From an optimization exercise on the open Yosys and OpenROAD flow, aimed at small area, a short achievable clock period and few clock cycles; shortcuts taken in it are not production practice.
Only simulation tests tie the RTL to the original design; equivalence was not proved.
Power and IR drop assume default switching activity.

==> flow/design.v (outline; a module is shown in full before it is edited, if it fits) <==
// module ro_decide: 227 lines
// module rd_mul: 776 lines
// module rd_acc: 411 lines
module ro_decide (
    input  wire         clk,
    input  wire         rst,
    input  wire         in_valid,
    output wire         in_ready,
    input  wire         in_first,
    input  wire         in_last,
    input  wire [15:0]  in_yi,
    input  wire [15:0]  in_yq,
    input  wire [31:0]  in_w,           
    input  wire [4:0]   cfg_int_shift,
    input  wire [2:0]   cfg_plane_en,
    input  wire [15:0]  cfg_state_map,
    input  wire [47:0]  cfg_a,          
    input  wire [47:0]  cfg_b,
    input  wire [95:0]  cfg_c,          
    input  wire [47:0]  cfg_k,
    input  wire [14:0]  cfg_k_sh,       
    output reg          res_valid,
    output reg  [31:0]  res_i,
    output reg  [31:0]  res_q,
    output reg          res_sat,
    output reg  [2:0]   res_sides,
    output reg  [1:0]   res_state,
    output reg  [15:0]  res_quality
);
  // ...
==> flow/run.sh <==
#!/bin/bash
# synth_recipe.tcl (not shown) runs the flow's synth.tcl, then flattens the netlist and writes it again
# the make line also repeats each setting of config.mk as NAME=value (left out here)
make -C /OpenROAD-flow-scripts/flow DESIGN_CONFIG=/design/flow/config.mk WORK_HOME=/design/flow/orfs CLKGATE_MAP_FILE= SYNTH_SCRIPT=/design/flow/synth_recipe.tcl finish
==> flow/config.mk <==
export PLATFORM = sky130hd
export DESIGN_NAME = ro_decide
export DESIGN_NICKNAME = ro_decide
export VERILOG_FILES = /design/flow/design.v
export SDC_FILE = /design/flow/constraint.sdc
export NUM_CORES = 4
export LEC_CHECK = 0
export CAP_MARGIN = 20
export CORE_MARGIN = 2
export CORE_UTILIZATION = 40
export SLEW_MARGIN = 20
==> flow/constraint.sdc <==
create_clock -name core_clock -period 11.0 [get_ports {clk}]
set_input_delay 2.2000 -clock core_clock [delete_from_list [all_inputs] [get_ports {clk}]]
set_output_delay 2.2000 -clock core_clock [all_outputs]
set_load 0.01 [all_outputs]
==> results.sh, run 1 <==
export IMPL_reg2reg_slack_ns=3.29
export IMPL_tns_ns=0
export IMPL_syn_inst=8225
export IMPL_cts_resized=0
export IMPL_place_inst=11000
export IMPL_min_period_ns=7.71
export IMPL_die_h_um=454
export IMPL_num_vias=64200
export IMPL_required_ns=11.71
export IMPL_globalplace_congestion=1.03
export IMPL_sh_seq_area=0.235
export IMPL_routed_wl_um=347000
export IMPL_status="no timing/DRC/antenna violations"
export IMPL_finClkSkew_ns=0.107
export IMPL_p_switching_mw=13.9
export IMPL_synth_top_family_by_area="adder cells"
export IMPL_antenna_found_initial=41
export IMPL_async_flop_share=0
export IMPL_cp_endpoint="acc0[48]"
export IMPL_fin_util=0.457
export IMPL_r2r_cells=21
export IMPL_crit_fanout=48
export IMPL_synth_area_top_cells="fa_1, edfxtp_1, dfxtp_1"
export IMPL_wl_met1_um=140000
export IMPL_drv_cap=0
export IMPL_multi_input_area_share=0.576
export IMPL_synth_cell_area_mm2=0.0809
export IMPL_largest_reg_flops=96
export IMPL_p_clk_mw=3.79
export IMPL_synth_top_area_frac=0.285
export IMPL_inv_count=1192
export IMPL_grt_use_met2=0.484
export IMPL_dpl_hpwl_um=267000
export IMPL_min_path_type="reg2reg"
export IMPL_routedWlPerCell_um=30.9
export IMPL_clock_tree_area_fraction=0.0406
Testbench counts, summed over its fixed seeds: cycles 83,799.
==> module ro_decide, before the edit <==
module ro_decide (
    input  wire         clk,
    input  wire         rst,
    input  wire         in_valid,
    output wire         in_ready,
    input  wire         in_first,
    input  wire         in_last,
    input  wire [15:0]  in_yi,
    input  wire [15:0]  in_yq,
    input  wire [31:0]  in_w,           
    input  wire [4:0]   cfg_int_shift,
    input  wire [2:0]   cfg_plane_en,
    input  wire [15:0]  cfg_state_map,
    input  wire [47:0]  cfg_a,          
    input  wire [47:0]  cfg_b,
    input  wire [95:0]  cfg_c,          
    input  wire [47:0]  cfg_k,
    input  wire [14:0]  cfg_k_sh,       
    output reg          res_valid,
    output reg  [31:0]  res_i,
    output reg  [31:0]  res_q,
    output reg          res_sat,
    output reg  [2:0]   res_sides,
    output reg  [1:0]   res_state,
    output reg  [15:0]  res_quality
);
    reg         busy;
    reg  [15:1] st;                      
    wire        acc_beat = in_valid & ~busy;
    assign in_ready = ~busy;
    always @(posedge clk) begin
        if (rst) begin
            busy <= 1'b0;
            st   <= 15'd0;
        end else begin
            if (acc_beat & in_last)
                busy <= 1'b1;
            else if (st[12])
                busy <= 1'b0;
            st <= {st[14:1], acc_beat & in_last};
        end
    end
    reg [4:0]  int_shift;
    reg [2:0]  plane_en;
    reg [15:0] state_map;
    reg [47:0] ca, cb, ck;
    reg [95:0] cc;
    reg [14:0] k_sh;
    always @(posedge clk)
        if (acc_beat & in_first) begin
            int_shift <= cfg_int_shift;
            plane_en  <= cfg_plane_en;
            state_map <= cfg_state_map;
            ca        <= cfg_a;
            cb        <= cfg_b;
            cc        <= cfg_c;
            ck        <= cfg_k;
            k_sh      <= cfg_k_sh;
        end
    reg  [49:0] acc0, acc1;
    wire signed [45:0] sh_re = $signed(acc0[45:0]) >>> int_shift;
    wire signed [45:0] sh_im = $signed(acc1[45:0]) >>> int_shift;
    function [32:0] sat32;               
        input signed [45:0] x;
        begin
            if (x > 46'sh0000_7FFF_FFFF)
                sat32 = {1'b1, 32'h7FFF_FFFF};
            else if (x < -46'sh0000_8000_0000)
                sat32 = {1'b1, 32'h8000_0000};
            else
                sat32 = {1'b0, x[31:0]};
        end
    endfunction
    wire [32:0] sat_re = sat32(sh_re);
    wire [32:0] sat_im = sat32(sh_im);
    wire [15:0] ih = st[3] ? sat_re[31:16] : res_i[31:16];
    wire [15:0] qh = st[3] ? sat_im[31:16] : res_q[31:16];
    reg  [16:0] ra0, rb0, ra1, rb1;      
    reg  [16:0] ia0, ib0, ia1, ib1;      
    reg         first_m, first_a;
    wire        s0 = acc0[49];
    wire        s1 = acc1[49];
    wire [47:0] u0 = acc0[47:0] ^ {48{s0}};
    wire [47:0] u1 = acc1[47:0] ^ {48{s1}};
    wire [15:0] wi = in_w[15:0];
    wire [15:0] wq = in_w[31:16];
    wire        t0p2_m = st[8] | st[9] | st[11] | st[12];
    wire [16:0] t0_a   = t0p2_m ? {ca[47], ca[47:32]} : {ca[15], ca[15:0]};
    wire [16:0] t0_b   = t0p2_m ? {cb[47], cb[47:32]} : {cb[15], cb[15:0]};
    wire [16:0] t0_km  = t0p2_m ? {1'b0, ck[47:32]}  : {1'b0, ck[15:0]};
    wire [16:0] t1_km  = {1'b0, ck[31:16]};
    always @(posedge clk) begin
        first_m <= acc_beat & in_first;
        if (acc_beat) begin
            ra0 <= {wi[15], wi};
            rb0 <= {in_yi[15], in_yi};
            ra1 <= {wq[15], wq};
            rb1 <= -{in_yq[15], in_yq};
            ia0 <= {wi[15], wi};
            ib0 <= {in_yq[15], in_yq};
            ia1 <= {wq[15], wq};
            ib1 <= {in_yi[15], in_yi};
        end else begin
            ra0 <= 17'd0; rb0 <= 17'd0; ra1 <= 17'd0; rb1 <= 17'd0;
            ia0 <= 17'd0; ib0 <= 17'd0; ia1 <= 17'd0; ib1 <= 17'd0;
            if (st[3] | st[8]) begin             
                ra0 <= t0_a; rb0 <= {ih[15], ih};
                ra1 <= t0_b; rb1 <= {qh[15], qh};
            end
            if (st[4] | st[9]) begin             
                ra0 <= t0_a; rb0 <= {1'b0, res_i[15:0]};
                ra1 <= t0_b; rb1 <= {1'b0, res_q[15:0]};
            end
            if (st[6] | st[11]) begin            
                ra0 <= t0_km;
                ra1 <= t0_km;
            end
            if (st[7] | st[12])                  
                ra1 <= t0_km;
            if (st[3]) begin
                ia0 <= {ca[31], ca[31:16]}; ib0 <= {ih[15], ih};
                ia1 <= {cb[31], cb[31:16]}; ib1 <= {qh[15], qh};
            end
            if (st[4]) begin
                ia0 <= {ca[31], ca[31:16]}; ib0 <= {1'b0, res_i[15:0]};
                ia1 <= {cb[31], cb[31:16]}; ib1 <= {1'b0, res_q[15:0]};
            end
            if (st[6]) begin
                ia0 <= t1_km;
                ia1 <= t1_km;
            end
            if (st[7])
                ia1 <= t1_km;
        end
    end
    wire        t0_tam = st[7] | st[12];
    wire        t0_tbm = st[8] | st[13];
    wire [16:0] rb0_e  = t0_tam ? {1'b0, u0[15:0]} : rb0;
    wire [16:0] rb1_e  = t0_tam ? {1'b0, u0[31:16]} : t0_tbm ? {1'b0, u0[47:32]} : rb1;
    wire [16:0] ib0_e  = st[7] ? {1'b0, u1[15:0]} : ib0;
    wire [16:0] ib1_e  = st[7] ? {1'b0, u1[31:16]} : st[8] ? {1'b0, u1[47:32]} : ib1;
    wire [33:0] m00a, m00b, m01a, m01b, m10a, m10b, m11a, m11b;
    rd_mul u_m00 (.a(ra0), .b(rb0_e), .ra(m00a), .rb(m00b));
    rd_mul u_m01 (.a(ra1), .b(rb1_e), .ra(m01a), .rb(m01b));
    rd_mul u_m10 (.a(ia0), .b(ib0_e), .ra(m10a), .rb(m10b));
    rd_mul u_m11 (.a(ia1), .b(ib1_e), .ra(m11a), .rb(m11b));
    reg  [33:0] p00a, p00b, p01a, p01b, p10a, p10b, p11a, p11b;
    always @(posedge clk) begin
        first_a <= first_m;
        p00a <= m00a; p00b <= m00b; p01a <= m01a; p01b <= m01b;
        p10a <= m10a; p10b <= m10b; p11a <= m11a; p11b <= m11b;
    end
    wire        t0_da = st[5] | st[10];
    wire        t0_db = st[6] | st[11];
    wire        t0_ta = st[8] | st[13];
    wire        t0_tb = st[9] | st[14];
    wire        t0p2  = st[10] | st[11] | st[13];
    wire [31:0] t0_c  = t0p2 ? cc[95:64] : cc[31:0];
    wire [15:0] t0_k  = t0p2 ? ck[47:32] : ck[15:0];
    wire [31:0] t1_c  = cc[63:32];
    wire [15:0] t1_k  = ck[31:16];
    wire [49:0] fb0 =
        t0_da ? ~{{19{t0_c[31]}}, t0_c[31:1]} :
        t0_db ? {acc0[33:0], t0_c[0], 15'd0} :
        t0_ta ? (s0 ? {34'd0, t0_k} : 50'd0) :
        t0_tb ? {16'd0, acc0[49:16]} :
        first_a ? 50'd0 : acc0;
    wire        cin0 = t0_da & ~t0_c[0];
    wire [49:0] fb1 =
        st[5] ? ~{{19{t1_c[31]}}, t1_c[31:1]} :
        st[6] ? {acc1[33:0], t1_c[0], 15'd0} :
        st[8] ? (s1 ? {34'd0, t1_k} : 50'd0) :
        st[9] ? {16'd0, acc1[49:16]} :
        first_a ? 50'd0 : acc1;
    wire        cin1 = st[5] & ~t1_c[0];
    wire [49:0] y0, y1;
    rd_acc u_a0 (.r0a(p00a), .r0b(p00b), .r1a(p01a), .r1b(p01b),
                 .sh1(t0_ta | t0_tb), .fb(fb0), .cin(cin0), .y(y0));
    rd_acc u_a1 (.r0a(p10a), .r0b(p10b), .r1a(p11a), .r1b(p11b),
                 .sh1(st[8] | st[9]), .fb(fb1), .cin(cin1), .y(y1));
    always @(posedge clk) begin
        acc0 <= y0;
        acc1 <= y1;
    end
    reg        sgn0, sgn1;
    reg        t15_0, t15_1;
    reg [4:0]  ksh2;
    reg        en2;
    wire        q_from1 = st[11];
    wire [48:0] qy   = q_from1 ? {acc1[47:0], t15_1} : {acc0[47:0], t15_0};
    wire [4:0]  qsh  = st[15] ? ksh2 : (q_from1 ? k_sh[9:5] : k_sh[4:0]);
    wire        qen  = st[15] ? en2  : (q_from1 ? plane_en[1] : plane_en[0]);
    wire [48:0] qys  = qy >> qsh;
    wire [15:0] term = (|qys[48:16]) ? 16'hFFFF : qys[15:0];
    wire [2:0]  sides = {plane_en[2] & ~s0, plane_en[1] & ~sgn1, plane_en[0] & ~sgn0};
    always @(posedge clk) begin
        if (st[3]) begin
            res_i   <= sat_re[31:0];
            res_q   <= sat_im[31:0];
            res_sat <= sat_re[32] | sat_im[32];
        end
        if (st[7]) begin
            sgn0 <= s0;
            sgn1 <= s1;
        end
        if (st[9] | st[14])
            t15_0 <= acc0[15];
        if (st[9])
            t15_1 <= acc1[15];
        if (st[13]) begin
            res_sides <= sides;
            res_state <= state_map[2*sides +: 2];
            ksh2      <= k_sh[14:10];
            en2       <= plane_en[2];
        end
        if (st[10])
            res_quality <= qen ? term : 16'hFFFF;
        else if ((st[11] | st[15]) && qen && term < res_quality)
            res_quality <= term;
    end
    always @(posedge clk) begin
        if (rst)
            res_valid <= 1'b0;
        else
            res_valid <= st[15];
    end
endmodule
==> inputs of run 2 (changes only) <==
--- a/flow/design.v
+++ b/flow/design.v
@@ -135,8 +135,7 @@
     end
-    wire        t0_tam = st[7] | st[12];
-    wire        t0_tbm = st[8] | st[13];
+    reg         t0_tam, t0_tbm, t1_tam, t1_tbm;
     wire [16:0] rb0_e  = t0_tam ? {1'b0, u0[15:0]} : rb0;
     wire [16:0] rb1_e  = t0_tam ? {1'b0, u0[31:16]} : t0_tbm ? {1'b0, u0[47:32]} : rb1;
-    wire [16:0] ib0_e  = st[7] ? {1'b0, u1[15:0]} : ib0;
-    wire [16:0] ib1_e  = st[7] ? {1'b0, u1[31:16]} : st[8] ? {1'b0, u1[47:32]} : ib1;
+    wire [16:0] ib0_e  = t1_tam ? {1'b0, u1[15:0]} : ib0;
+    wire [16:0] ib1_e  = t1_tam ? {1'b0, u1[31:16]} : t1_tbm ? {1'b0, u1[47:32]} : ib1;
     wire [33:0] m00a, m00b, m01a, m01b, m10a, m10b, m11a, m11b;
@@ -152,30 +151,56 @@
     end
-    wire        t0_da = st[5] | st[10];
-    wire        t0_db = st[6] | st[11];
-    wire        t0_ta = st[8] | st[13];
-    wire        t0_tb = st[9] | st[14];
-    wire        t0p2  = st[10] | st[11] | st[13];
-    wire [31:0] t0_c  = t0p2 ? cc[95:64] : cc[31:0];
-    wire [15:0] t0_k  = t0p2 ? ck[47:32] : ck[15:0];
-    wire [31:0] t1_c  = cc[63:32];
-    wire [15:0] t1_k  = ck[31:16];
+    reg         c0_acc, c0_da0, c0_da2, c0_db0, c0_db2, c0_tk0, c0_tk2, c0_tb, c0_sh;
+    reg         c1_acc, c1_da, c1_db, c1_tk, c1_tb, c1_sh;
+    always @(posedge clk) begin
+        if (rst) begin
+            t0_tam <= 1'b0; t0_tbm <= 1'b0; t1_tam <= 1'b0; t1_tbm <= 1'b0;
+            c0_acc <= 1'b0; c0_da0 <= 1'b0; c0_da2 <= 1'b0; c0_db0 <= 1'b0; c0_db2 <= 1'b0;
+            c0_tk0 <= 1'b0; c0_tk2 <= 1'b0; c0_tb <= 1'b0; c0_sh <= 1'b0;
+            c1_acc <= 1'b0; c1_da <= 1'b0; c1_db <= 1'b0; c1_tk <= 1'b0; c1_tb <= 1'b0; c1_sh <= 1'b0;
+        end else begin
+            t0_tam <= st[6] | st[11];
+            t0_tbm <= st[7] | st[12];
+            t1_tam <= st[6];
+            t1_tbm <= st[7];
+            c0_da0 <= st[4];
+            c0_da2 <= st[9];
+            c0_db0 <= st[5];
+            c0_db2 <= st[10];
+            c0_tk0 <= st[7] & s0;
+            c0_tk2 <= st[12] & s0;
+            c0_tb  <= st[8] | st[13];
+            c0_sh  <= st[7] | st[8] | st[12] | st[13];
+            c0_acc <= ~first_m & ~(st[4] | st[5] | st[7] | st[8] | st[9] | st[10] | st[12] | st[13]);
+            c1_da  <= st[4];
+            c1_db  <= st[5];
+            c1_tk  <= st[7] & s1;
+            c1_tb  <= st[8];
+            c1_sh  <= st[7] | st[8];
+            c1_acc <= ~first_m & ~(st[4] | st[5] | st[7] | st[8]);
+        end
+    end
+    wire [31:0] c0 = cc[31:0];
+    wire [31:0] c1 = cc[63:32];
+    wire [31:0] c2 = cc[95:64];
     wire [49:0] fb0 =
-        t0_da ? ~{{19{t0_c[31]}}, t0_c[31:1]} :
-        t0_db ? {acc0[33:0], t0_c[0], 15'd0} :
-        t0_ta ? (s0 ? {34'd0, t0_k} : 50'd0) :
-        t0_tb ? {16'd0, acc0[49:16]} :
-        first_a ? 50'd0 : acc0;
-    wire        cin0 = t0_da & ~t0_c[0];
+        ({50{c0_acc}} & acc0) |
+        ({50{c0_da0}} & ~{{19{c0[31]}}, c0[31:1]}) |
+        ({50{c0_da2}} & ~{{19{c2[31]}}, c2[31:1]}) |
+        ({50{c0_db0 | c0_db2}} & {acc0[33:0], 16'd0}) |
+        {34'd0, (c0_db0 & c0[0]) | (c0_db2 & c2[0]), 15'd0} |
+        {34'd0, ({16{c0_tk0}} & ck[15:0]) | ({16{c0_tk2}} & ck[47:32])} |
+        ({50{c0_tb}} & {16'd0, acc0[49:16]});
+    wire        cin0 = (c0_da0 & ~c0[0]) | (c0_da2 & ~c2[0]);
     wire [49:0] fb1 =
-        st[5] ? ~{{19{t1_c[31]}}, t1_c[31:1]} :
-        st[6] ? {acc1[33:0], t1_c[0], 15'd0} :
-        st[8] ? (s1 ? {34'd0, t1_k} : 50'd0) :
-        st[9] ? {16'd0, acc1[49:16]} :
-        first_a ? 50'd0 : acc1;
-    wire        cin1 = st[5] & ~t1_c[0];
+        ({50{c1_acc}} & acc1) |
+        ({50{c1_da}} & ~{{19{c1[31]}}, c1[31:1]}) |
+        ({50{c1_db}} & {acc1[33:0], c1[0], 15'd0}) |
+        {34'd0, {16{c1_tk}} & ck[31:16]} |
+        ({50{c1_tb}} & {16'd0, acc1[49:16]});
+    wire        cin1 = c1_da & ~c1[0];
     wire [49:0] y0, y1;
     rd_acc u_a0 (.r0a(p00a), .r0b(p00b), .r1a(p01a), .r1b(p01b),
-                 .sh1(t0_ta | t0_tb), .fb(fb0), .cin(cin0), .y(y0));
+                 .sh1(c0_sh), .fb(fb0), .cin(cin0), .y(y0));
     rd_acc u_a1 (.r0a(p10a), .r0b(p10b), .r1a(p11a), .r1b(p11b),
-                 .sh1(st[8] | st[9]), .fb(fb1), .cin(cin1), .y(y1));
+                 .sh1(c1_sh), .fb(fb1), .cin(cin1), .y(y1));
     always @(posedge clk) begin
--- a/flow/config.mk
+++ b/flow/config.mk
@@ -10,2 +10,3 @@
 export CORE_UTILIZATION = 40
+export SETUP_SLACK_MARGIN = 5
 export SLEW_MARGIN = 20
==> results.sh, run 2 <==
export IMPL_seq_area_frac_synth=0.268
export IMPL_cts_tree="built"
export IMPL_area_growth_pct=14.4
export IMPL_syn_nets=9767
export IMPL_min_period_ns=5.91
export IMPL_path_clk_slew_ns=0.06
export IMPL_synth_seq_cells=899
export IMPL_fin_area_mm2=0.0928
export IMPL_fin_nets=10000
export IMPL_preCtsSetupSlack_ns=3.86
export IMPL_cp_cell_sequence="clkinv_8 -> buf_16 -> o21ai_0 -> a221oi_1 -> o211ai_1 -> fa_1 -> fa_1 -> fa_1 -> ha_1 -> a21o_1 -> a21o_1 -> a21oi_1 -> a2bb2oi_1 -> a31oi_4 -> o31ai_4 -> a31oi_4 -> a31oi_4 -> nor4_1 -> or4b_1"
export IMPL_slew_viol_final=0
export IMPL_ys_warn_count=1
export IMPL_antenna_found_initial=29
export IMPL_cts_hold_buffers=0
export IMPL_hold_viol=0
export IMPL_routed_wl_um=334000
export IMPL_portBuffers=435
export IMPL_synthTopCellsByCount="inv_1, fa_1, nand2_1"
export IMPL_grt_ovfl_total=0
export IMPL_synth_top_area_frac=0.284
export IMPL_leakage_nw=37.0
export IMPL_grt_use_met2=0.496
export IMPL_fin_util=0.460
export IMPL_crit_path_end_kind="register"
export IMPL_timing_final_ws_setup_ns=5.09
export IMPL_ys_types=92
export IMPL_slew_headroom=0.175
export IMPL_die_h_um=455
export IMPL_peakVddDrop_uv=365
export IMPL_largest_register="cc"
export IMPL_worst_pin_slew_ns=1.24
export IMPL_top_usage_layer="met2"
export IMPL_use_met1=0.422
export IMPL_dpl_cell_area_mm2=0.0885
export IMPL_tns_ns=0
export IMPL_netlist_top_cell_by_area="fa_1"
export IMPL_globalplace_congestion=0.993
export IMPL_die_area_mm2=0.207
export IMPL_syn_inst=8085
export IMPL_final_common_cell="inv_1"
export IMPL_total_power_mw=24.5
export IMPL_routedWlPerCell_um=30.0
export IMPL_timing_hold_ws_ns=0.419
export IMPL_via_per_inst=5.65
export IMPL_final_cell_mix="inv_1, fa_1, nand2_1"
export IMPL_clock_sinks=899
export IMPL_ys_flop_type="dfxtp_1"
export IMPL_die_w_um=455
export IMPL_largest_reg_flops=96
export IMPL_worst_endpoint_arrival_ns=6.56
export IMPL_synth_area_top_cells="fa_1, edfxtp_1, dfxtp_1"
export IMPL_cts_buffer_depth=3
export IMPL_rsz0062_at_grt="yes"
export IMPL_grt_util_all_layers=0.321
export IMPL_async_flop_share=0
export IMPL_start_kind="register"
export IMPL_p_per_area_mw_per_mm2=264
export IMPL_stdcell_count=11100
export IMPL_status="no timing/DRC/antenna violations"
export IMPL_grt_pass1_wl_um=473000
export IMPL_num_io_pins=436
export IMPL_min_delay_start="k_sh[14]"
export IMPL_slowest_stage="fa_1"
export IMPL_ant_nets=0
export IMPL_met3_usage=0.0620
export IMPL_slowest_delay_ns=0.53
export IMPL_root_buffer="clkbuf_16"
export IMPL_min_path_type="reg2reg"
export IMPL_cp_startpoint="st[5]"
export IMPL_crit_type="reg2reg"
export IMPL_h_tree_depth=3
export IMPL_first_pass_iters=6
export IMPL_initial_core_util=0.402
export IMPL_drc=0
export IMPL_achievable_frequency_mhz=169
export IMPL_drive_gt1_frac=0.0824
export IMPL_avgSynthCellArea_um2=10.0
export IMPL_drt_iter0_markers=6775
export IMPL_grt_pass1_vias=64700
export IMPL_post_route_period_util=0.537
export IMPL_dpl_hpwl_um=257000
export IMPL_num_vias=62900
export IMPL_synth_most_common_cell="inv_1"
export IMPL_place_inst=10900
export IMPL_reg2reg_from="st[5]"
export IMPL_drv_cap=0
export IMPL_clk_latency_ns=0.82
export IMPL_setup_violations=0
export IMPL_synth_edf_count=375
export IMPL_synth_cell_area_mm2=0.0812
export IMPL_finClkSkew_ns=0.0709
export IMPL_required_ns=11.66
export IMPL_cts_buffers=107
export IMPL_rows=165
export IMPL_reg_top3="cc (96), acc0 (50), acc1 (50)"
export IMPL_coreArea_mm2=0.202
export IMPL_crit_fanout=17
export IMPL_grt_max_degree=156
-- run 2: changes by cell type after synthesis, moves of 29 or more --
| cell | delta |
|---|---|
| mux2_2 | +42 |
| a221o_1 | +35 |
| xnor2_1 | -39 |
| nor2_1 | -29 |
| nor3b_1 | -33 |
| a22oi_1 | -35 |
| xor2_1 | +34 |
| nand2b_1 | +53 |
| nor2b_1 | +255 |
| o22ai_1 | -30 |
| nand2_1 | -144 |
| o21ai_0 | +44 |
| and2_1 | -247 |
| a21oi_1 | -106 |
-- run 2: power breakdown --
group          internal (mW)  switching, mW  leakage (nW)  total (mW)
Combinational           6.22           9.07          27.4        15.3
Clock                   2.13           1.62          1.75        3.75
Sequential              4.31           1.19          7.85        5.50
Total                   12.7           11.9          37.0        24.5
-- run 2: path summary, 6_finish.rpt --
check / endpoint / slack [ns] / depth (start not counted)
min reg2reg: ksh2[4] / 0.42 / 0
max: acc0[46] / 5.09 / 19
max reg2reg: acc0[46] / 5.09 / 19
min: ksh2[4] / 0.42 / 0
-- run 2: what timing repair did --
item                       in CTS  in global routing
setup buffers                   3                 24
pin swaps                       2                  8
resized for setup              31                 51
cloned                          0                  3
hold endpoints to repair        0                  0
setup endpoints to repair      56                 47
-- run 2: final cells by class --
| class | count | area [um2] |
|---|---|---|
| Multi-Input combinational cell | 5476 | 53200 |
| Fill cell | 19200 | 109000 |
| Timing Repair Buffer | 670 | 6280 |
| Clock inverter | 71 | 816 |
| Clock buffer | 133 | 2840 |
| Antenna cell | 12 | 30.0 |
| Tap cell | 2672 | 3340 |
| Inverter | 1198 | 4520 |
| Sequential cell | 899 | 21800 |
| Timing Repair inverter | 1 | 5.00 |
-- run 2: kinds of logic after synthesis --
logic type	Yosys count	synth area share
muxes	481	0.0739
xor gates and xnor gates	170	0.0183
buffers and inverters	1710	0.0805
DFF	899	0.268
AOI/OAI and AO/OA	1196	0.0993
and+or+nand+nor	2295	0.148
adders and majority gates	1334	0.312
-- run 2: metal layers --
| layer | vias to the layer above | wire (um) |
|---|---|---|
| li1 | 26700 | - |
| met1 | 32100 | 132000 |
| met2 | 3273 | 150000 |
| met3 | 793 | 29000 |
| met4 | 14 | 22800 |
| met5 | - | 102 |
-- run 2: worst max-delay path: cells and delay by family (launching register included) --
kind	cells	cell delay, ns
AOI/OAI and AO/OA	11	2.59
adders and majority gates	4	1.84
buffers and inverters	2	0.35
DFF	1	0.39
and+or+nand+nor	2	0.56
Testbench counts of run 2, summed over its fixed seeds: cycles 83,799.
==> inputs of run 3 (changes only) <==
--- a/flow/design.v
+++ b/flow/design.v
@@ -27,3 +27,3 @@
     reg         busy;
-    reg  [15:1] st;                      
+    reg  [12:1] st;                      
     wire        acc_beat = in_valid & ~busy;
@@ -33,3 +33,3 @@
             busy <= 1'b0;
-            st   <= 15'd0;
+            st   <= 12'd0;
         end else begin
@@ -37,5 +37,5 @@
                 busy <= 1'b1;
-            else if (st[12])
+            else if (st[9])
                 busy <= 1'b0;
-            st <= {st[14:1], acc_beat & in_last};
+            st <= {st[11:1], acc_beat & in_last};
         end
@@ -59,2 +59,14 @@
         end
+    wire [16:0] a0 = {ca[15], ca[15:0]};
+    wire [16:0] a1 = {ca[31], ca[31:16]};
+    wire [16:0] a2 = {ca[47], ca[47:32]};
+    wire [16:0] b0 = {cb[15], cb[15:0]};
+    wire [16:0] b1 = {cb[31], cb[31:16]};
+    wire [16:0] b2 = {cb[47], cb[47:32]};
+    wire [16:0] k0 = {1'b0, ck[15:0]};
+    wire [16:0] k1 = {1'b0, ck[31:16]};
+    wire [16:0] k2 = {1'b0, ck[47:32]};
+    wire [31:0] c0 = cc[31:0];
+    wire [31:0] c1 = cc[63:32];
+    wire [31:0] c2 = cc[95:64];
     reg  [49:0] acc0, acc1;
@@ -75,4 +87,8 @@
     wire [32:0] sat_im = sat32(sh_im);
-    wire [15:0] ih = st[3] ? sat_re[31:16] : res_i[31:16];
-    wire [15:0] qh = st[3] ? sat_im[31:16] : res_q[31:16];
+    wire [16:0] ih_n = {sat_re[31], sat_re[31:16]};      
+    wire [16:0] qh_n = {sat_im[31], sat_im[31:16]};
+    wire [16:0] ih   = {res_i[31], res_i[31:16]};        
+    wire [16:0] qh   = {res_q[31], res_q[31:16]};
+    wire [16:0] il   = {1'b0, res_i[15:0]};
+    wire [16:0] ql   = {1'b0, res_q[15:0]};
     reg  [16:0] ra0, rb0, ra1, rb1;      
@@ -80,13 +96,6 @@
     reg         first_m, first_a;
-    wire        s0 = acc0[49];
-    wire        s1 = acc1[49];
-    wire [47:0] u0 = acc0[47:0] ^ {48{s0}};
-    wire [47:0] u1 = acc1[47:0] ^ {48{s1}};
+    wire [47:0] u0 = acc0[47:0] ^ {48{acc0[49]}};
+    wire [47:0] u1 = acc1[47:0] ^ {48{acc1[49]}};
     wire [15:0] wi = in_w[15:0];
     wire [15:0] wq = in_w[31:16];
-    wire        t0p2_m = st[8] | st[9] | st[11] | st[12];
-    wire [16:0] t0_a   = t0p2_m ? {ca[47], ca[47:32]} : {ca[15], ca[15:0]};
-    wire [16:0] t0_b   = t0p2_m ? {cb[47], cb[47:32]} : {cb[15], cb[15:0]};
-    wire [16:0] t0_km  = t0p2_m ? {1'b0, ck[47:32]}  : {1'b0, ck[15:0]};
-    wire [16:0] t1_km  = {1'b0, ck[31:16]};
     always @(posedge clk) begin
@@ -105,37 +114,45 @@
             ia0 <= 17'd0; ib0 <= 17'd0; ia1 <= 17'd0; ib1 <= 17'd0;
-            if (st[3] | st[8]) begin             
-                ra0 <= t0_a; rb0 <= {ih[15], ih};
-                ra1 <= t0_b; rb1 <= {qh[15], qh};
-            end
-            if (st[4] | st[9]) begin             
-                ra0 <= t0_a; rb0 <= {1'b0, res_i[15:0]};
-                ra1 <= t0_b; rb1 <= {1'b0, res_q[15:0]};
-            end
-            if (st[6] | st[11]) begin            
-                ra0 <= t0_km;
-                ra1 <= t0_km;
+            if (st[3]) begin
+                ra0 <= a0; rb0 <= ih_n; ra1 <= b0; rb1 <= qh_n;
+            end
+            if (st[4]) begin
+                ra0 <= a0; rb0 <= il;   ra1 <= b0; rb1 <= ql;
+            end
+            if (st[6]) begin
+                ra0 <= a2; rb0 <= il;   ra1 <= a2; rb1 <= ih;
+            end
+            if (st[7]) begin
+                ra0 <= k0; ra1 <= k0;
+            end
+            if (st[8]) begin
+                ra1 <= k0; rb1 <= {1'b0, u0[47:32]};
             end
-            if (st[7] | st[12])                  
-                ra1 <= t0_km;
             if (st[3]) begin
-                ia0 <= {ca[31], ca[31:16]}; ib0 <= {ih[15], ih};
-                ia1 <= {cb[31], cb[31:16]}; ib1 <= {qh[15], qh};
+                ia0 <= a1; ib0 <= ih_n; ia1 <= b1; ib1 <= qh_n;
             end
             if (st[4]) begin
-                ia0 <= {ca[31], ca[31:16]}; ib0 <= {1'b0, res_i[15:0]};
-                ia1 <= {cb[31], cb[31:16]}; ib1 <= {1'b0, res_q[15:0]};
+                ia0 <= a1; ib0 <= il;   ia1 <= b1; ib1 <= ql;
+            end
+            if (st[5]) begin
+                ia0 <= b2; ib0 <= ql;   ia1 <= b2; ib1 <= qh;
             end
             if (st[6]) begin
-                ia0 <= t1_km;
-                ia1 <= t1_km;
+                ia0 <= k1; ia1 <= k1;
+            end
+            if (st[7]) begin
+                ia1 <= k1; ib1 <= {1'b0, u1[47:32]};
+            end
+            if (st[8]) begin
+                ia0 <= k2; ia1 <= k2;
+            end
+            if (st[9]) begin
+                ia1 <= k2; ib1 <= {1'b0, u0[47:32]};
             end
-            if (st[7])
-                ia1 <= t1_km;
         end
     end
-    reg         t0_tam, t0_tbm, t1_tam, t1_tbm;
-    wire [16:0] rb0_e  = t0_tam ? {1'b0, u0[15:0]} : rb0;
-    wire [16:0] rb1_e  = t0_tam ? {1'b0, u0[31:16]} : t0_tbm ? {1'b0, u0[47:32]} : rb1;
-    wire [16:0] ib0_e  = t1_tam ? {1'b0, u1[15:0]} : ib0;
-    wire [16:0] ib1_e  = t1_tam ? {1'b0, u1[31:16]} : t1_tbm ? {1'b0, u1[47:32]} : ib1;
+    reg         m0_ta, m1_ta1, m1_ta2;
+    wire [16:0] rb0_e = m0_ta  ? {1'b0, u0[15:0]}  : rb0;
+    wire [16:0] rb1_e = m0_ta  ? {1'b0, u0[31:16]} : rb1;
+    wire [16:0] ib0_e = m1_ta1 ? {1'b0, u1[15:0]}  : m1_ta2 ? {1'b0, u0[15:0]}  : ib0;
+    wire [16:0] ib1_e = m1_ta1 ? {1'b0, u1[31:16]} : m1_ta2 ? {1'b0, u0[31:16]} : ib1;
     wire [33:0] m00a, m00b, m01a, m01b, m10a, m10b, m11a, m11b;
@@ -151,51 +168,48 @@
     end
-    reg         c0_acc, c0_da0, c0_da2, c0_db0, c0_db2, c0_tk0, c0_tk2, c0_tb, c0_sh;
-    reg         c1_acc, c1_da, c1_db, c1_tk, c1_tb, c1_sh;
+    reg  c0_acc, c0_da, c0_db, c0_x2, c0_tk, c0_tb, c0_sh;
+    reg  c1_acc, c1_da, c1_db, c1_y2, c1_tk1, c1_tk2, c1_tb, c1_sh;
     always @(posedge clk) begin
         if (rst) begin
-            t0_tam <= 1'b0; t0_tbm <= 1'b0; t1_tam <= 1'b0; t1_tbm <= 1'b0;
-            c0_acc <= 1'b0; c0_da0 <= 1'b0; c0_da2 <= 1'b0; c0_db0 <= 1'b0; c0_db2 <= 1'b0;
-            c0_tk0 <= 1'b0; c0_tk2 <= 1'b0; c0_tb <= 1'b0; c0_sh <= 1'b0;
-            c1_acc <= 1'b0; c1_da <= 1'b0; c1_db <= 1'b0; c1_tk <= 1'b0; c1_tb <= 1'b0; c1_sh <= 1'b0;
+            m0_ta <= 1'b0; m1_ta1 <= 1'b0; m1_ta2 <= 1'b0;
+            c0_acc <= 1'b0; c0_da <= 1'b0; c0_db <= 1'b0; c0_x2 <= 1'b0;
+            c0_tk <= 1'b0; c0_tb <= 1'b0; c0_sh <= 1'b0;
+            c1_acc <= 1'b0; c1_da <= 1'b0; c1_db <= 1'b0; c1_y2 <= 1'b0;
+            c1_tk1 <= 1'b0; c1_tk2 <= 1'b0; c1_tb <= 1'b0; c1_sh <= 1'b0;
         end else begin
-            t0_tam <= st[6] | st[11];
-            t0_tbm <= st[7] | st[12];
-            t1_tam <= st[6];
-            t1_tbm <= st[7];
-            c0_da0 <= st[4];
-            c0_da2 <= st[9];
-            c0_db0 <= st[5];
-            c0_db2 <= st[10];
-            c0_tk0 <= st[7] & s0;
-            c0_tk2 <= st[12] & s0;
-            c0_tb  <= st[8] | st[13];
-            c0_sh  <= st[7] | st[8] | st[12] | st[13];
-            c0_acc <= ~first_m & ~(st[4] | st[5] | st[7] | st[8] | st[9] | st[10] | st[12] | st[13]);
+            m0_ta  <= st[7];
+            m1_ta1 <= st[6];
+            m1_ta2 <= st[8];
+            c0_da  <= st[4];
+            c0_db  <= st[5];
+            c0_x2  <= st[7];
+            c0_tk  <= st[8] & acc0[49];
+            c0_tb  <= st[9];
+            c0_sh  <= st[7] | st[8] | st[9];
+            c0_acc <= ~first_m & ~(st[4] | st[5] | st[7] | st[8] | st[9]);
             c1_da  <= st[4];
             c1_db  <= st[5];
-            c1_tk  <= st[7] & s1;
-            c1_tb  <= st[8];
-            c1_sh  <= st[7] | st[8];
-            c1_acc <= ~first_m & ~(st[4] | st[5] | st[7] | st[8]);
+            c1_y2  <= st[6];
+            c1_tk1 <= st[7] & acc1[49];
+            c1_tk2 <= st[9] & acc0[49];
+            c1_tb  <= st[8] | st[10];
+            c1_sh  <= st[6] | st[7] | st[8] | st[9] | st[10];
+            c1_acc <= ~first_m & ~(st[4] | st[5] | st[6] | st[7] | st[8] | st[9] | st[10]);
         end
     end
-    wire [31:0] c0 = cc[31:0];
-    wire [31:0] c1 = cc[63:32];
-    wire [31:0] c2 = cc[95:64];
     wire [49:0] fb0 =
         ({50{c0_acc}} & acc0) |
-        ({50{c0_da0}} & ~{{19{c0[31]}}, c0[31:1]}) |
-        ({50{c0_da2}} & ~{{19{c2[31]}}, c2[31:1]}) |
-        ({50{c0_db0 | c0_db2}} & {acc0[33:0], 16'd0}) |
-        {34'd0, (c0_db0 & c0[0]) | (c0_db2 & c2[0]), 15'd0} |
-        {34'd0, ({16{c0_tk0}} & ck[15:0]) | ({16{c0_tk2}} & ck[47:32])} |
-        ({50{c0_tb}} & {16'd0, acc0[49:16]});
-    wire        cin0 = (c0_da0 & ~c0[0]) | (c0_da2 & ~c2[0]);
+        ({50{c0_da}}  & ~{{19{c0[31]}}, c0[31:1]}) |
+        ({50{c0_db}}  & {acc0[33:0], c0[0], 15'd0}) |
+        ({50{c0_x2}}  & acc1) |
+        {33'd0, {17{c0_tk}} & k0} |
+        ({50{c0_tb}}  & {16'd0, acc0[49:16]});
+    wire        cin0 = c0_da & ~c0[0];
     wire [49:0] fb1 =
         ({50{c1_acc}} & acc1) |
-        ({50{c1_da}} & ~{{19{c1[31]}}, c1[31:1]}) |
-        ({50{c1_db}} & {acc1[33:0], c1[0], 15'd0}) |
-        {34'd0, {16{c1_tk}} & ck[31:16]} |
-        ({50{c1_tb}} & {16'd0, acc1[49:16]});
-    wire        cin1 = c1_da & ~c1[0];
+        ({50{c1_da}}  & ~{{19{c1[31]}}, c1[31:1]}) |
+        ({50{c1_db}}  & {acc1[33:0], c1[0], 15'd0}) |
+        ({50{c1_y2}}  & {~{{3{c2[31]}}, c2}, 15'h7FFF}) |
+        {33'd0, ({17{c1_tk1}} & k1) | ({17{c1_tk2}} & k2)} |
+        ({50{c1_tb}}  & {16'd0, acc1[49:16]});
+    wire        cin1 = (c1_da & ~c1[0]) | c1_y2;
     wire [49:0] y0, y1;
@@ -209,13 +223,13 @@
     end
-    reg        sgn0, sgn1;
+    reg        sgn0, sgn1, sgn2;
     reg        t15_0, t15_1;
-    reg [4:0]  ksh2;
-    reg        en2;
-    wire        q_from1 = st[11];
-    wire [48:0] qy   = q_from1 ? {acc1[47:0], t15_1} : {acc0[47:0], t15_0};
-    wire [4:0]  qsh  = st[15] ? ksh2 : (q_from1 ? k_sh[9:5] : k_sh[4:0]);
-    wire        qen  = st[15] ? en2  : (q_from1 ? plane_en[1] : plane_en[0]);
+    reg [4:0]  ksh0, ksh2;
+    reg        en0, en2;
+    wire        q_from0 = st[11];
+    wire [48:0] qy   = q_from0 ? {acc0[47:0], t15_0} : {acc1[47:0], t15_1};
+    wire [4:0]  qsh  = st[10] ? k_sh[9:5] : st[11] ? ksh0 : ksh2;
+    wire        qen  = st[10] ? plane_en[1] : st[11] ? en0 : en2;
     wire [48:0] qys  = qy >> qsh;
     wire [15:0] term = (|qys[48:16]) ? 16'hFFFF : qys[15:0];
-    wire [2:0]  sides = {plane_en[2] & ~s0, plane_en[1] & ~sgn1, plane_en[0] & ~sgn0};
+    wire [2:0]  sides = {plane_en[2] & ~sgn2, plane_en[1] & ~sgn1, plane_en[0] & ~sgn0};
     always @(posedge clk) begin
@@ -226,13 +240,17 @@
         end
-        if (st[7]) begin
-            sgn0 <= s0;
-            sgn1 <= s1;
-        end
-        if (st[9] | st[14])
-            t15_0 <= acc0[15];
+        if (st[7])
+            sgn1 <= acc1[49];
+        if (st[8])
+            sgn0 <= acc0[49];
         if (st[9])
+            sgn2 <= acc0[49];
+        if (st[9] | st[11])
             t15_1 <= acc1[15];
-        if (st[13]) begin
+        if (st[10])
+            t15_0 <= acc0[15];
+        if (st[10]) begin
             res_sides <= sides;
             res_state <= state_map[2*sides +: 2];
+            ksh0      <= k_sh[4:0];
+            en0       <= plane_en[0];
             ksh2      <= k_sh[14:10];
@@ -242,3 +260,3 @@
             res_quality <= qen ? term : 16'hFFFF;
-        else if ((st[11] | st[15]) && qen && term < res_quality)
+        else if ((st[11] | st[12]) && qen && term < res_quality)
             res_quality <= term;
@@ -249,3 +267,3 @@
         else
-            res_valid <= st[15];
+            res_valid <= st[12];
     end
==> results.sh, run 3 <==
export IMPL_status="no timing/DRC/antenna violations"
export IMPL_achievable_frequency_mhz=170
export IMPL_area_growth_pct=13.8
export IMPL_cp_cell_sequence="buf_6 -> nor2_1 -> a21oi_1 -> nor2_1 -> a21oi_4 -> and2_1 -> fa_1 -> fa_1 -> inv_1 -> fa_1 -> fa_1 -> fa_1 -> fa_1 -> inv_1"
export IMPL_initial_core_util=0.403
export IMPL_min_path_type="reg2reg"
export IMPL_cts_tree="built"
export IMPL_grt_util_all_layers=0.327
export IMPL_use_met1=0.412
export IMPL_clk_latency_ns=0.81
export IMPL_die_h_um=461
export IMPL_coreArea_mm2=0.207
export IMPL_peakVddDrop_uv=394
export IMPL_crit_top_cell="fa_1"
export IMPL_globalplace_congestion=1.00
export IMPL_h_tree_depth=3
export IMPL_total_power_mw=26.6
export IMPL_netlist_top_cell_by_area="fa_1"
export IMPL_antenna_found_initial=29
export IMPL_synth_most_common_cell="inv_1"
export IMPL_routed_wl_um=349000
export IMPL_cts_buffers=107
export IMPL_ys_warn_count=1
export IMPL_reg2reg_from="st[9]"
export IMPL_first_pass_iters=7
export IMPL_required_ns=11.67
export IMPL_dpl_cell_area_mm2=0.0907
export IMPL_fillers=19600
export IMPL_path_clk_slew_ns=0.06
export IMPL_routedWlPerCell_um=30.1
export IMPL_top_usage_layer="met2"
export IMPL_finClkSkew_ns=0.0414
export IMPL_min_period_ns=5.88
export IMPL_grt_pass1_wl_um=495000
export IMPL_synth_top_area_frac=0.277
export IMPL_synth_cell_area_mm2=0.0834
export IMPL_r2r_cells=14
export IMPL_min_delay_start="k_sh[14]"
export IMPL_via_per_inst=5.71
export IMPL_tns_ns=0
export IMPL_slowest_stage="dfxtp_4"
export IMPL_worst_pin_slew_ns=1.20
export IMPL_synth_seq_cells=901
export IMPL_syn_nets=10200
export IMPL_avgSynthCellArea_um2=9.80
export IMPL_timing_final_ws_setup_ns=5.12
export IMPL_final_common_cell="inv_1"
export IMPL_preCtsSetupSlack_ns=4.03
export IMPL_crit_fanout=66
export IMPL_grt_ovfl_total=0
export IMPL_largest_register="cc"
export IMPL_portBuffers=435
export IMPL_grt_use_met2=0.512
export IMPL_hold_path_depth=0
export IMPL_whs_endpoint="ksh2[4]"
export IMPL_synthTopCellsByCount="inv_1, fa_1, nand2_1"
export IMPL_post_route_period_util=0.534
export IMPL_num_io_pins=436
export IMPL_crit_path_end_kind="register"
export IMPL_fin_area_mm2=0.0949
export IMPL_rows=167
export IMPL_async_flop_share=0
export IMPL_drc=0
export IMPL_root_buffer="clkbuf_16"
export IMPL_clock_sinks=901
export IMPL_num_vias=66100
export IMPL_dpl_hpwl_um=266000
export IMPL_rsz0062_at_grt="yes"
export IMPL_setup_violations=0
export IMPL_synth_edf_count=382
export IMPL_hold_viol=0
export IMPL_reg_top3="cc (96), acc0 (50), acc1 (50)"
export IMPL_ant_nets=0
export IMPL_final_cell_mix="inv_1, fa_1, nand2_1"
export IMPL_syn_inst=8508
export IMPL_r2r_end="p11b[16]"
export IMPL_slew_headroom=0.189
export IMPL_fin_nets=10400
export IMPL_die_w_um=461
export IMPL_seq_area_frac_synth=0.262
export IMPL_p_per_area_mw_per_mm2=280
export IMPL_largest_reg_flops=96
export IMPL_crit_type="reg2reg"
export IMPL_grt_max_degree=155
export IMPL_ys_flop_type="dfxtp_1"
export IMPL_slew_viol_final=0
export IMPL_synth_area_top_cells="fa_1, edfxtp_1, dfxtp_1"
export IMPL_slowest_delay_ns=0.60
export IMPL_drv_cap=0
export IMPL_met3_usage=0.0763
export IMPL_leakage_nw=37.9
export IMPL_die_area_mm2=0.212
export IMPL_reg2reg_slack_ns=5.12
export IMPL_grt_pass1_vias=68000
export IMPL_start_kind="register"
export IMPL_ys_types=91
export IMPL_drt_iter0_markers=7108
export IMPL_drive_gt1_frac=0.0771
export IMPL_worst_endpoint_arrival_ns=6.55
export IMPL_cts_buffer_depth=3
## run 3: cell type report
cell class              count  area [um2]  share of cell area
multi-input cells        5872       55300               0.583
flip-flops and latches    901       21900               0.231
repair buffers            644        6130              0.0646
inverters                1161        4370              0.0461
well taps                2788        3490              0.0367
clock buffers             139        2970              0.0313
clock inverters            65         691             0.00727
diodes                     18        45.0            0.000474
## run 3: worst max path at each step
| stage | startpoint | to | cells past startpoint |
|---|---|---|---|
| global route | st[5] | acc0[46] | 20 |
| finish | st[9] | p11b[16] | 14 |
| detailed placement | st[10] | res_quality[14] | 20 |
| global placement | st[5] | acc1[48] | 21 |
| floorplan | st[10] | acc0[40] | 24 |
| CTS | st[5] | acc0[46] | 20 |
## run 3: timing repair
item | in CTS | in global routing
buffers inserted | 1 | 11
gates resized for setup | 35 | 55
endpoints found under the hold margin | 0 | 0
cloned | 0 | 2
hold buffers | 0 | 0
setup endpoints to repair | 111 | 63
pin swaps | 1 | 5
## run 3: metrics by stage
stage | hold WS (ns) | utilization | std cells
after global routing | 0.422 | 0.458 | 11600
after CTS | 0.420 | 0.457 | 11600
after detailed placement | 0.405 | 0.438 | 11400
final | 0.418 | 0.459 | 11600
after floorplan | 0.400 | - | 8508
after global placement | 0.407 | 0.438 | 11400
## run 3: cells by family (layout without fill, tap and decap cells)
group,Yosys count,in the layout,synth area share
AO/OA/AOI/OAI,1316,1317,0.101
XOR/XNOR,200,200,0.0210
adder cells (fa/ha/maj),1334,1334,0.304
buffers and inverters,1736,2009,0.0798
flip-flops,901,901,0.262
multiplexers,515,515,0.0782
other,0,18,0
AND/OR/NAND/NOR,2506,2506,0.154
## run 3: per-layer routing
layer  vias up  wire length (um)
met2      3543            157000
met3       878             32700
met5         -                47
met4         8             25300
li1      27900                 -
met1     33800            134000
## run 3: worst max-delay path, delay by kind of cell (launching register included)
family                   cells  cell delay (ns)
adder cells (fa/ha/maj)      6             3.02
AO/OA/AOI/OAI                2             0.97
buffers and inverters        3             0.61
flip-flops                   1             0.60
AND/OR/NAND/NOR              3             0.48
## run 3: report_power, final
group | switching (mW) | internal, mW | leakage (nW)
clock network | 1.66 | 2.14 | 1.78
registers | 1.10 | 4.38 | 7.88
logic | 10.5 | 6.82 | 28.3
Testbench counts of run 3, summed over its fixed seeds: cycles 79,959.
==> inputs of run 4 (changes only) <==
--- a/flow/config.mk
+++ b/flow/config.mk
@@ -9,3 +9,4 @@
 export CORE_MARGIN = 2
-export CORE_UTILIZATION = 40
+export CORE_UTILIZATION = 60
+export PLACE_DENSITY = 0.72
 export SETUP_SLACK_MARGIN = 5
==> results.sh, run 4 <==
export IMPL_num_vias=69400
export IMPL_cts_hold_buffers=0
export IMPL_rows=136
export IMPL_routed_wl_um=352000
export IMPL_die_w_um=377
export IMPL_min_period_ns=5.94
export IMPL_initial_core_util=0.606
export IMPL_tns_ns=0
export IMPL_largest_reg_flops=96
export IMPL_via_per_inst=6.55
export IMPL_reg_top3="cc (96), acc0 (50), acc1 (50)"
export IMPL_post_route_period_util=0.540
export IMPL_clk_latency_ns=0.77
export IMPL_ant_nets=0
export IMPL_synth_top_area_frac=0.277
export IMPL_peakVddDrop_uv=559
export IMPL_required_ns=11.66
export IMPL_min_path_type="reg2reg"
export IMPL_slew_headroom=0.166
export IMPL_status="no timing/DRC/antenna violations"
export IMPL_crit_path_end_kind="register"
export IMPL_final_cell_mix="inv_1, fa_1, nand2_1"
export IMPL_largest_register="cc"
export IMPL_synth_edf_count=382
export IMPL_syn_nets=10200
export IMPL_netlist_top_cell_by_area="fa_1"
export IMPL_drv_cap=0
export IMPL_hold_viol=0
export IMPL_cts_tree="built"
export IMPL_worst_endpoint_arrival_ns=6.60
export IMPL_ys_flop_type="dfxtp_1"
export IMPL_fin_util=0.680
export IMPL_avgSynthCellArea_um2=9.80
export IMPL_fin_area_mm2=0.0937
export IMPL_grt_pass1_vias=70400
export IMPL_root_buffer="clkbuf_16"
export IMPL_start_kind="register"
export IMPL_synth_area_top_cells="fa_1, edfxtp_1, dfxtp_1"
export IMPL_coreArea_mm2=0.138
export IMPL_grt_max_degree=112
export IMPL_p_per_area_mw_per_mm2=289
export IMPL_total_power_mw=27.1
export IMPL_clock_sinks=901
export IMPL_setup_violations=0
export IMPL_drc=0
export IMPL_final_common_cell="inv_1"
export IMPL_synthTopCellsByCount="inv_1, fa_1, nand2_1"
export IMPL_crit_type="reg2reg"
export IMPL_first_pass_iters=7
export IMPL_grt_util_all_layers=0.497
export IMPL_crit_fanout=74
export IMPL_slew_viol_final=0
export IMPL_seq_area_frac_synth=0.262
export IMPL_worst_pin_slew_ns=1.25
export IMPL_achievable_frequency_mhz=168
export IMPL_num_io_pins=436
export IMPL_globalplace_congestion=1.07
export IMPL_grt_pass1_wl_um=497000
export IMPL_ys_types=91
export IMPL_path_clk_slew_ns=0.07
export IMPL_synth_cell_area_mm2=0.0834
export IMPL_routedWlPerCell_um=33.2
export IMPL_timing_hold_ws_ns=0.406
export IMPL_dpl_cell_area_mm2=0.0893
export IMPL_area_growth_pct=12.3
export IMPL_die_h_um=377
export IMPL_grt_ovfl_total=0
export IMPL_h_tree_depth=3
export IMPL_cts_buffers=105
export IMPL_syn_inst=8508
export IMPL_async_flop_share=0
export IMPL_fin_nets=10400
export IMPL_antenna_found_initial=41
export IMPL_leakage_nw=38.0
export IMPL_finClkSkew_ns=0.0237
export IMPL_ys_warn_count=1
export IMPL_cts_buffer_depth=3
export IMPL_drt_iter0_markers=10200
export IMPL_portBuffers=435
export IMPL_rsz0062_at_grt="yes"
export IMPL_synth_seq_cells=901
export IMPL_synth_most_common_cell="inv_1"
export IMPL_dpl_hpwl_um=266000
export IMPL_drive_gt1_frac=0.0764
export IMPL_die_area_mm2=0.142
-- run 4: cell counts after synthesis --
No cell type changed its count.
-- run 4: logic make-up (layout without fill, tap and decap cells) --
family | after synthesis | after routing | share of synthesized area
buffers and inverters | 1736 | 1995 | 0.0798
AO/OA/AOI/OAI | 1316 | 1317 | 0.101
adder cells (fa/ha/maj) | 1334 | 1334 | 0.304
multiplexers | 515 | 515 | 0.0782
AND/OR/NAND/NOR | 2506 | 2506 | 0.154
other | 0 | 33 | 0
flip-flops | 901 | 901 | 0.262
XOR/XNOR | 200 | 200 | 0.0210
-- run 4: where the power goes --
| group | internal [mW] | switching (mW) | total [mW] |
|---|---|---|---|
| combinational | 6.79 | 10.6 | 17.4 |
| sequential | 4.38 | 1.41 | 5.79 |
| clock | 2.29 | 1.63 | 3.92 |
| total | 13.5 | 13.6 | 27.1 |
-- run 4: worst max-delay path: stages, from the launching register on --
cell and delay, ns:
dfxtp_4 0.44, buf_4 0.54, buf_6 0.64, nor2_1 0.37
a21oi_2 0.20, buf_4 0.33, and2_1 0.20, fa_1 0.41
inv_1 0.09, fa_1 0.43, fa_1 0.52, fa_1 0.45
fa_1 0.49, fa_1 0.58, inv_1 0.05
-- run 4: timing repair --
action,4_1_cts,5_1_grt
pin swaps,0,4
gates cloned,0,2
buffers inserted,1,9
gates resized for setup,20,54
endpoints found under the setup margin,38,79
-- run 4: final cells by class --
class | instances | area, um2
diodes | 33 | 82.6
clock buffers | 139 | 3110
clock inverters | 59 | 731
fillers | 10700 | 44000
inverters | 1161 | 4360
multi-input cells | 5872 | 55200
flip-flops and latches | 901 | 21900
well taps | 1794 | 2240
repair buffers | 636 | 6040
-- run 4: worst paths after layout --
kind,start,cells after the start,to,slack (ns)
setup / recovery,st[7],14,p11b[17],5.06
hold / removal,k_sh[4],0,ksh0[4],0.41
setup reg to reg,st[7],14,p11b[17],5.06
hold reg to reg,k_sh[4],0,ksh0[4],0.41
-- run 4: metal layers --
metal	up-vias	GRT usage	wire (um)
met4	24	0.385	34800
met3	1535	0.191	51100
met2	5746	0.719	148000
li1	27900	-	-
met5	-	0	173
met1	34200	0.595	118000
-- run 4: through the flow --
| step | setup slack (ns) | std cells |
|---|---|---|
| 3_5_place_dp | 4.49 | 10400 |
| 5_1_grt | 4.74 | 10600 |
| 3_3_place_gp | 4.56 | 10400 |
| 6_report | 5.06 | 10600 |
| 2_1_floorplan | 5.05 | 8508 |
| 4_1_cts | 5.01 | 10600 |
==> inputs of run 5 (changes only) <==
--- a/flow/design.v
+++ b/flow/design.v
@@ -72,19 +72,20 @@
     reg  [49:0] acc0, acc1;
-    wire signed [45:0] sh_re = $signed(acc0[45:0]) >>> int_shift;
-    wire signed [45:0] sh_im = $signed(acc1[45:0]) >>> int_shift;
-    function [32:0] sat32;               
-        input signed [45:0] x;
-        begin
-            if (x > 46'sh0000_7FFF_FFFF)
-                sat32 = {1'b1, 32'h7FFF_FFFF};
-            else if (x < -46'sh0000_8000_0000)
-                sat32 = {1'b1, 32'h8000_0000};
-            else
-                sat32 = {1'b0, x[31:0]};
-        end
-    endfunction
-    wire [32:0] sat_re = sat32(sh_re);
-    wire [32:0] sat_im = sat32(sh_im);
-    wire [16:0] ih_n = {sat_re[31], sat_re[31:16]};      
-    wire [16:0] qh_n = {sat_im[31], sat_im[31:16]};
+    wire [45:0] ix = st[3] ? acc0[45:0] : acc1[45:0];
+    wire [46:0] ix8 = {ix[45], ix};
+    wire [38:0] is8 = int_shift[3] ? ix8[46:8] : ix8[38:0];
+    wire [34:0] is4 = int_shift[2] ? is8[38:4] : is8[34:0];
+    wire [32:0] is2 = int_shift[1] ? is4[34:2] : is4[32:0];
+    wire [31:0] is1 = int_shift[0] ? is2[32:1] : is2[31:0];
+    wire [31:0] ish = int_shift[4] ? {{2{ix[45]}}, ix[45:16]} : is1;
+    reg         isat;
+    integer     ij;
+    always @(*) begin
+        isat = 1'b0;
+        for (ij = 31; ij < 45; ij = ij + 1)
+            if (ij >= 31 + int_shift && ix[ij] != ix[45])
+                isat = 1'b1;
+    end
+    wire [32:0] sat_x = isat ? {1'b1, ix[45] ? 32'h8000_0000 : 32'h7FFF_FFFF} : {1'b0, ish};
+    wire [16:0] xh_n = {sat_x[31], sat_x[31:16]};        
+    wire [16:0] xl_n = {1'b0, sat_x[15:0]};
     wire [16:0] ih   = {res_i[31], res_i[31:16]};        
@@ -115,6 +116,6 @@
             if (st[3]) begin
-                ra0 <= a0; rb0 <= ih_n; ra1 <= b0; rb1 <= qh_n;
+                ra0 <= a0; rb0 <= xl_n; ra1 <= a0; rb1 <= xh_n;
             end
             if (st[4]) begin
-                ra0 <= a0; rb0 <= il;   ra1 <= b0; rb1 <= ql;
+                ra0 <= b0; rb0 <= xl_n; ra1 <= b0; rb1 <= xh_n;
             end
@@ -130,6 +131,6 @@
             if (st[3]) begin
-                ia0 <= a1; ib0 <= ih_n; ia1 <= b1; ib1 <= qh_n;
+                ia0 <= a1; ib0 <= xl_n; ia1 <= a1; ib1 <= xh_n;
             end
             if (st[4]) begin
-                ia0 <= a1; ib0 <= il;   ia1 <= b1; ib1 <= ql;
+                ia0 <= b1; ib0 <= xl_n; ia1 <= b1; ib1 <= xh_n;
             end
@@ -186,3 +187,3 @@
             c0_tb  <= st[9];
-            c0_sh  <= st[7] | st[8] | st[9];
+            c0_sh  <= st[4] | st[5] | st[7] | st[8] | st[9];
             c0_acc <= ~first_m & ~(st[4] | st[5] | st[7] | st[8] | st[9]);
@@ -194,3 +195,3 @@
             c1_tb  <= st[8] | st[10];
-            c1_sh  <= st[6] | st[7] | st[8] | st[9] | st[10];
+            c1_sh  <= st[4] | st[5] | st[6] | st[7] | st[8] | st[9] | st[10];
             c1_acc <= ~first_m & ~(st[4] | st[5] | st[6] | st[7] | st[8] | st[9] | st[10]);
@@ -200,4 +201,4 @@
         ({50{c0_acc}} & acc0) |
-        ({50{c0_da}}  & ~{{19{c0[31]}}, c0[31:1]}) |
-        ({50{c0_db}}  & {acc0[33:0], c0[0], 15'd0}) |
+        ({50{c0_da}}  & {~{{3{c0[31]}}, c0}, 15'h7FFF}) |
+        ({50{c0_db}}  & acc0) |
         ({50{c0_x2}}  & acc1) |
@@ -205,7 +206,7 @@
         ({50{c0_tb}}  & {16'd0, acc0[49:16]});
-    wire        cin0 = c0_da & ~c0[0];
+    wire        cin0 = c0_da;
     wire [49:0] fb1 =
         ({50{c1_acc}} & acc1) |
-        ({50{c1_da}}  & ~{{19{c1[31]}}, c1[31:1]}) |
-        ({50{c1_db}}  & {acc1[33:0], c1[0], 15'd0}) |
+        ({50{c1_da}}  & {~{{3{c1[31]}}, c1}, 15'h7FFF}) |
+        ({50{c1_db}}  & acc1) |
         ({50{c1_y2}}  & {~{{3{c2[31]}}, c2}, 15'h7FFF}) |
@@ -213,3 +214,3 @@
         ({50{c1_tb}}  & {16'd0, acc1[49:16]});
-    wire        cin1 = (c1_da & ~c1[0]) | c1_y2;
+    wire        cin1 = c1_da | c1_y2;
     wire [49:0] y0, y1;
@@ -231,4 +232,16 @@
     wire        qen  = st[10] ? plane_en[1] : st[11] ? en0 : en2;
-    wire [48:0] qys  = qy >> qsh;
-    wire [15:0] term = (|qys[48:16]) ? 16'hFFFF : qys[15:0];
+    wire [30:0] qs16 = qsh[4] ? qy[46:16] : qy[30:0];
+    wire [22:0] qs8  = qsh[3] ? qs16[30:8] : qs16[22:0];
+    wire [18:0] qs4  = qsh[2] ? qs8[22:4] : qs8[18:0];
+    wire [16:0] qs2  = qsh[1] ? qs4[18:2] : qs4[16:0];
+    wire [15:0] qs1  = qsh[0] ? qs2[16:1] : qs2[15:0];
+    reg         qovf;
+    integer     qj;
+    always @(*) begin
+        qovf = 1'b0;
+        for (qj = 16; qj < 49; qj = qj + 1)
+            if (qj >= 16 + qsh && qy[qj])
+                qovf = 1'b1;
+    end
+    wire [15:0] term = qovf ? 16'hFFFF : qs1;
     wire [2:0]  sides = {plane_en[2] & ~sgn2, plane_en[1] & ~sgn1, plane_en[0] & ~sgn0};
@@ -236,5 +249,8 @@
         if (st[3]) begin
-            res_i   <= sat_re[31:0];
-            res_q   <= sat_im[31:0];
-            res_sat <= sat_re[32] | sat_im[32];
+            res_i   <= sat_x[31:0];
+            res_sat <= sat_x[32];
+        end
+        if (st[4]) begin
+            res_q   <= sat_x[31:0];
+            res_sat <= res_sat | sat_x[32];
         end
--- a/flow/config.mk
+++ b/flow/config.mk
@@ -7,6 +7,6 @@
 export LEC_CHECK = 0
+export ABC_AREA = 1
 export CAP_MARGIN = 20
 export CORE_MARGIN = 2
-export CORE_UTILIZATION = 60
-export PLACE_DENSITY = 0.72
+export CORE_UTILIZATION = 40
 export SETUP_SLACK_MARGIN = 5
==> results.sh, run 5 <==
export IMPL_cts_buffers=106
export IMPL_min_path_type="reg2reg"
export IMPL_drt_iter0_markers=9107
export IMPL_synth_most_common_cell="inv_1"
export IMPL_tns_ns=0
export IMPL_worst_endpoint_arrival_ns=6.56
export IMPL_preCtsSetupSlack_ns=4.59
export IMPL_ys_flop_type="dfxtp_1"
export IMPL_status="no timing/DRC/antenna violations"
export IMPL_via_per_inst=5.57
export IMPL_rows=160
export IMPL_drv_cap=0
export IMPL_drive_gt1_frac=0.0480
export IMPL_num_vias=66400
export IMPL_slew_headroom=0.187
export IMPL_syn_nets=10700
export IMPL_crit_fanout=42
export IMPL_crit_path_end_kind="register"
export IMPL_largest_reg_flops=96
export IMPL_dpl_hpwl_um=289000
export IMPL_avgSynthCellArea_um2=8.53
export IMPL_reg2reg_slack_ns=5.14
export IMPL_grt_max_degree=146
export IMPL_area_growth_pct=14.1
export IMPL_num_io_pins=436
export IMPL_ys_types=62
export IMPL_final_common_cell="inv_1"
export IMPL_ys_warn_count=1
export IMPL_timing_final_ws_setup_ns=5.14
export IMPL_final_cell_mix="inv_1, nand2_1, nor2_1"
export IMPL_required_ns=11.70
export IMPL_crit_type="reg2reg"
export IMPL_antenna_found_initial=37
export IMPL_die_h_um=442
export IMPL_globalplace_congestion=1.07
export IMPL_total_power_mw=25.4
export IMPL_fin_nets=11000
export IMPL_post_route_period_util=0.533
export IMPL_whs_endpoint="st[3]"
export IMPL_cts_buffer_depth=3
export IMPL_h_tree_depth=3
export IMPL_min_period_ns=5.86
export IMPL_synth_edf_count=382
export IMPL_clk_latency_ns=0.80
export IMPL_ant_nets=0
export IMPL_grt_pass1_wl_um=503000
export IMPL_r2r_end="p11b[18]"
export IMPL_portBuffers=435
export IMPL_synth_cell_area_mm2=0.0769
export IMPL_setup_violations=0
export IMPL_achievable_frequency_mhz=171
export IMPL_fin_area_mm2=0.0877
export IMPL_r2r_cells=13
export IMPL_die_area_mm2=0.196
export IMPL_synth_top_area_frac=0.300
export IMPL_grt_ovfl_total=0
export IMPL_reg_top3="cc (96), acc0 (50), acc1 (50)"
export IMPL_async_flop_share=0
export IMPL_path_clk_slew_ns=0.06
export IMPL_p_per_area_mw_per_mm2=289
export IMPL_drc=0
export IMPL_dpl_cell_area_mm2=0.0838
export IMPL_cts_tree="built"
export IMPL_seq_area_frac_synth=0.284
export IMPL_min_delay_start="st[2]"
export IMPL_syn_inst=9014
export IMPL_peakVddDrop_uv=374
export IMPL_reg2reg_from="st[7]"
export IMPL_slew_viol_final=0
export IMPL_worst_pin_slew_ns=1.22
export IMPL_largest_register="cc"
export IMPL_synth_area_top_cells="fa_1, edfxtp_1, dfxtp_1"
export IMPL_first_pass_iters=6
export IMPL_grt_util_all_layers=0.365
export IMPL_grt_pass1_vias=65900
export IMPL_finClkSkew_ns=0.0485
export IMPL_fillers=18700
export IMPL_start_kind="register"
export IMPL_timing_hold_ws_ns=0.402
export IMPL_cts_hold_buffers=0
export IMPL_synthTopCellsByCount="inv_1, nand2_1, nor2_1"
export IMPL_die_w_um=442
export IMPL_routedWlPerCell_um=30.4
export IMPL_leakage_nw=37.4
export IMPL_root_buffer="clkbuf_16"
export IMPL_hold_path_depth=2
export IMPL_hold_viol=0
export IMPL_clock_sinks=901
export IMPL_rsz0062_at_grt="yes"
export IMPL_initial_core_util=0.404
export IMPL_routed_wl_um=362000
export IMPL_coreArea_mm2=0.191
export IMPL_netlist_top_cell_by_area="fa_1"
export IMPL_synth_seq_cells=901
run 5: cell count changes in the layout (fill, tap and decap cells not counted), sizes merged, moves of 258 or more:
cell   before   now
o21ai     346   604
inv      1167  1721
and2      608     2
nor2      411  1333
nand2     717  1574
mux2i     354    15
nor2b     441     0
run 5: cell families (layout without fill, tap and decap cells):
kind of cell / Yosys count / after routing / synth area share
and+or+nand+nor: 3135 / 3135 / 0.160
muxes: 15 / 15 / 0.00195
AOI/OAI and AO/OA: 1317 / 1317 / 0.0989
other: 0 / 27 / 0
buffers and inverters: 2151 / 2518 / 0.107
adders and majority gates: 1337 / 1337 / 0.330
xor gates and xnor gates: 158 / 158 / 0.0182
DFF: 901 / 901 / 0.284
run 5: final cells by class:
cell class,instances,area [um2],area share
Clock inverter,47,569,0.00649
Timing Repair Buffer,568,5400,0.0615
Tap cell,2511,3140,0.0358
Inverter,1750,6610,0.0753
Sequential cell,901,21900,0.249
Antenna cell,27,67.6,0.000770
Clock buffer,153,3030,0.0345
Multi-Input combinational cell,5962,47000,0.536
run 5: timing repair:
action                     CTS  global route
setup endpoints to repair   43            76
resized for setup           11            64
buffers inserted             0             4
pin swaps                    0             0
gates cloned                 0             0
run 5: worst max-delay path by stage:
stage | from | end | slack, ns
finish | st[7] | p11b[18] | 5.14
floorplan | in_valid | first_m | 3.90
CTS | st[5] | acc1[43] | 4.91
detailed placement | st[6] | acc1[43] | 4.59
global route | st[5] | acc1[43] | 4.95
global placement | st[6] | acc1[43] | 4.57
run 5: power breakdown:
| part | total, mW | switching, mW | internal [mW] |
|---|---|---|---|
| Sequential | 5.54 | 1.19 | 4.36 |
| Clock | 3.75 | 1.62 | 2.13 |
| Combinational | 16.1 | 10.7 | 5.39 |
| Total | 25.4 | 13.5 | 11.9 |
run 5: per-layer routing:
layer | part of all wire | routed length (um) | global-route usage | vias up
met5 | 0.00050 | 180 | 0.000977 | -
met4 | 0.059 | 21300 | 0.184 | 26
met3 | 0.13 | 48600 | 0.124 | 732
met2 | 0.41 | 149000 | 0.517 | 4212
met1 | 0.40 | 143000 | 0.494 | 33100
li1 | - | - | - | 28300
run 5: through the flow:
stage / instances / utilization
2_1_floorplan: 9014 / -
3_3_place_gp: 11700 / 0.440
3_5_place_dp: 11700 / 0.440
4_1_cts: 11900 / 0.459
5_1_grt: 11900 / 0.460
6_report: 11900 / 0.460
run 5: worst max-delay path: stages, from the launching register on:
cell and delay [ns]:
dfxtp_2 0.72, inv_6 0.24, buf_4 0.39, a21oi_1 0.19
o21ai_0 0.09, nand2_1 0.63, clkinvlp_4 0.57, nand2_1 0.21
fa_1 0.46, fa_1 0.61, fa_1 0.45, fa_1 0.52
fa_1 0.55, inv_1 0.04
Testbench counts of run 5, summed over its fixed seeds: cycles 79,959.

re-timing with driven ports:
In the flow no input, the clock included, has a driving cell. The finished layouts below were timed again as built, in two steps. Step 1 assumes that a clkbuf_16 drives the clock port and a buf_2 every other input. Step 2 times the ports against the registers' clock, not the clock port: input delays grow and output delays shrink by t, the midpoint of the rising clock arrivals with the driver on. a / b / c = ideal / step 1 / step 2; a / b = the first two.
run | t, ns | slack for setup (ns)
run 1 | 0.867 | 3.294 / 3.294 / 3.294
run 2 | 0.877 | 5.092 / 5.092 / 5.092
run 3 | 0.877 | 5.121 / 5.121 / 5.121
run 4 | 0.843 | 5.060 / 5.060 / 4.745
run 5 | 0.877 | 5.141 / 5.141 / 5.141
After both steps setup and hold are still met in every run listed.
